This design comes from an exercise in tuning for small area and a short achievable clock period on the open sky130 flow, not from production work. Power figures rest on the tool's default switching activity, not on a simulated workload.

Setup of amber:
## pod_cvt
module pod_cvt (
    input  wire        clk,
    input  wire        rst,
    input  wire        in_valid,
    input  wire [31:0] in_x,        
    input  wire [3:0]  in_dtype,    
    input  wire        in_sr,       
    input  wire [31:0] in_w,        
    output reg         out_valid,
    output reg  [31:0] out_y,       
    output reg         out_nan      
);
For scale: roughly 120 flip-flops, about 110 I/O pins, ~0.0078 mm^2 of cells after synthesis.
clock: 18.0 ns
lec_check: 0
abc_area: 1
cap_margin: 20
core_margin: 2
core_utilization: 40
cts_buf_list: sky130_fd_sc_hd__clkbuf_8
slew_margin: 20
standard.sh (not shown) runs the stock make flow with config.mk's settings and CLKGATE_MAP_FILE= SYNTH_SCRIPT=/design/flow/synth_recipe.tcl, a recipe that flattens the netlist after the stock synthesis.
==> flow/flow/run.sh <==
#!/bin/bash
# Own layout flow: ORFS, as standard.sh runs it, with these changes:
#  - synthesis (the same Yosys steps as synth_recipe.tcl, so the registers keep
#    their names and cells) maps the logic with ABC scripts of its own
#    (flow/abc_proc.tcl): the logic feeding the input registers with
#    flow/abc1.script at delay target flow/abc1_delay, the rest with
#    flow/abc.script at flow/abc_delay; Yosys's full-adder extraction is off
#    (ADDER_MAP_FILE empty) so that ABC sees all of the logic;
#  - ports are buffered (the same buffer_ports step) with the cell named in
#    flow/port_buffer;
#  - the layout steps get the make variables in flow/make_vars, if any
#    (optimisation settings such as repair_timing's setup margin).
# Each tool's output goes to a log of its own in this folder.
set -euo pipefail
W=$(pwd)
F=$W/flow
export OWN_ABC_D=$(cat $F/abc_delay)
export OWN_ABC_SCRIPT=$W/own_abc.script
sed "s/{D}/-D $OWN_ABC_D/g" $F/abc.script > $OWN_ABC_SCRIPT
if [[ -f $F/abc1.script ]]; then
  export OWN_ABC1_D=$(cat $F/abc1_delay)
  export OWN_ABC1_SCRIPT=$W/own_abc1.script
  sed "s/{D}/-D $OWN_ABC1_D/g" $F/abc1.script > $OWN_ABC1_SCRIPT
fi
{ head -n 1 $W/synth_recipe.tcl; cat $F/abc_proc.tcl; tail -n +2 $W/synth_recipe.tcl; } > $W/own_synth.tcl
SYN=SYNTH_SCRIPT=$W/own_synth.tcl
# the knobs standard.sh passes on make's command line
KNOBS=$(sed -n 's/^make .*CLKGATE_MAP_FILE= [^ ]* \(.*\) "\${@:-finish}"$/\1/p' $W/standard.sh)
BUF=$(cat $F/port_buffer 2>/dev/null || echo sky130_fd_sc_hd__buf_1)
# extra make variables for the layout steps (optimisation effort only)
EXTRA=$(cat $F/make_vars 2>/dev/null | tr '\n' ' ' || true)
MK="make -C $FLOW_HOME DESIGN_CONFIG=$W/config.mk WORK_HOME=$W/orfs CLKGATE_MAP_FILE="
eval "$MK $SYN $KNOBS ADDER_MAP_FILE= synth" > $W/log_synth.txt 2>&1
eval "$MK $SYN $KNOBS $EXTRA BUFFER_PORTS_ARGS=\"-buffer_cell $BUF\" finish" > $W/log_layout.txt 2>&1
R=$W/orfs/results/$FLOW_PLATFORM/pod_cvt/base
: # left out here: write the final layout as DEF
Other scripts of this flow, unchanged in this note and not shown: flow/flow/abc.script, flow/flow/abc1.script, flow/flow/abc1_delay, flow/flow/abc_delay, flow/flow/abc_proc.tcl, flow/flow/make_vars, flow/flow/port_buffer
--- input diff amber..lagoon ---
diff --git a/flow/design.v b/flow/design.v
--- a/flow/design.v
+++ b/flow/design.v
@@ -44,50 +44,50 @@
         if (a_bf) s = 6'd24;
         if (a_e4) s = nrm_e4 ? 6'd28 : s_e4;
         if (a_e5) s = nrm_h  ? 6'd29 : s_e5;
         if (a_f4) s = nrm_f4 ? 6'd30 : s_f4;
     end
     reg        r_valid;
     reg [23:0] r_sig;
     reg        r_sgn;
     reg [5:0]  r_s;
     reg        r_mnz;
     reg [7:0]  r_ex;
     reg [31:0] r_w;
-    reg [9:0]  r_ty;      
+    reg [3:0]  r_dt;
     reg        r_sr;
     always @(posedge clk) begin
         if (rst)
             r_valid <= 1'b0;
         else
             r_valid <= in_valid;
         r_sig  <= {enz, in_x[22:0]};
         r_sgn  <= in_x[31];
         r_s    <= s;
         r_mnz  <= mnz;
         r_ex   <= ex;
         r_w    <= in_w;
-        r_ty   <= {a_i32, a_bf, a_h, a_e5, a_e4, a_f4, a_u16, a_u8, a_i8, a_i4};
+        r_dt   <= in_dtype;
         r_sr   <= in_sr;
     end
-    wire t_i4  = r_ty[0];
-    wire t_i8  = r_ty[1];
-    wire t_u8  = r_ty[2];
-    wire t_u16 = r_ty[3];
-    wire t_f4  = r_ty[4];
-    wire t_e4  = r_ty[5];
-    wire t_e5  = r_ty[6];
-    wire t_h   = r_ty[7];
-    wire t_bf  = r_ty[8];
-    wire t_i32 = r_ty[9];
+    wire t_i4  = (r_dt == 4'd0);
+    wire t_i8  = (r_dt == 4'd1);
+    wire t_u8  = (r_dt == 4'd2);
+    wire t_u16 = (r_dt == 4'd3);
+    wire t_f4  = (r_dt == 4'd4);
+    wire t_e4  = (r_dt == 4'd5);
+    wire t_e5  = (r_dt == 4'd6);
+    wire t_h   = (r_dt == 4'd7);
+    wire t_bf  = (r_dt == 4'd8);
+    wire t_i32 = (r_dt == 4'd10);
     wire isint = t_i4 | t_i8 | t_u8 | t_u16 | t_i32;
     wire isflt = t_f4 | t_e4 | t_e5 | t_h | t_bf;
     wire sgn   = r_sgn;
     wire [7:0] rx1   = {r_ex[7:1], r_ex[0] | ~(|r_ex)};
     wire       r_eff = &r_ex;
     wire       r_nan = r_eff & r_mnz;
     wire       r_inf = r_eff & ~r_mnz;
     reg        r_zero;   
     reg        r_nrm;    
     reg        eovf;     
     always @(*) begin
         r_zero = (rx1 <= 8'd94); r_nrm = 1'b0; eovf = 1'b0;
Notes after the runs:
Multi-input combinational cell area, amber and lagoon, higher one = amber. Fmax: lagoon > amber. Met1 routed wirelength after detailed routing, amber and lagoon: higher on lagoon. Design area improves in lagoon relative to amber. [compare] base=amber new=lagoon: gate count after technology mapping now sits higher, clock sink count now sits lower, number of H-tree levels moved down. lagoon against amber: non-clock buffer count higher, global-route wire length before repair lower, die footprint lower, sequential share of layout area lower, overall power lower.
No functional check of the RTL was part of any run of this note.

==> re-timing with driven ports <==
Ports are ideal in the flow. The routed layouts listed here were re-timed in OpenROAD.
Step 1 (the two cells are an assumption about what drives the block):
set clk [get_ports {clk}]
set_driving_cell -lib_cell sky130_fd_sc_hd__clkbuf_16 $clk
set_driving_cell -lib_cell sky130_fd_sc_hd__buf_2 [delete_from_list [all_inputs] $clk]
Step 2 moves the port delays by t, midway between the first and last clock arrival at a register: inputs arrive t later, outputs are due t later. That takes back most of the time a late clock gives input paths.
Slacks: no drivers / after step 1 / after step 2; pairs: no drivers / after step 1.
| run | t (ns) | slack for setup (ns) | worst setup path at the end | worst data-port slew with drivers (ns) |
|---|---|---|---|---|
| amber | 0.509 | 12.890 / 12.913 / 12.404 | input to register | 0.04 |
| lagoon | 0.433 | 12.915 / 12.927 / 12.494 | input to register | 0.04 |
After both steps every run listed still meets setup and hold. The setup slack of amber, which loses most, moves by +0.023 ns with the drivers and by -0.486 ns with both steps.
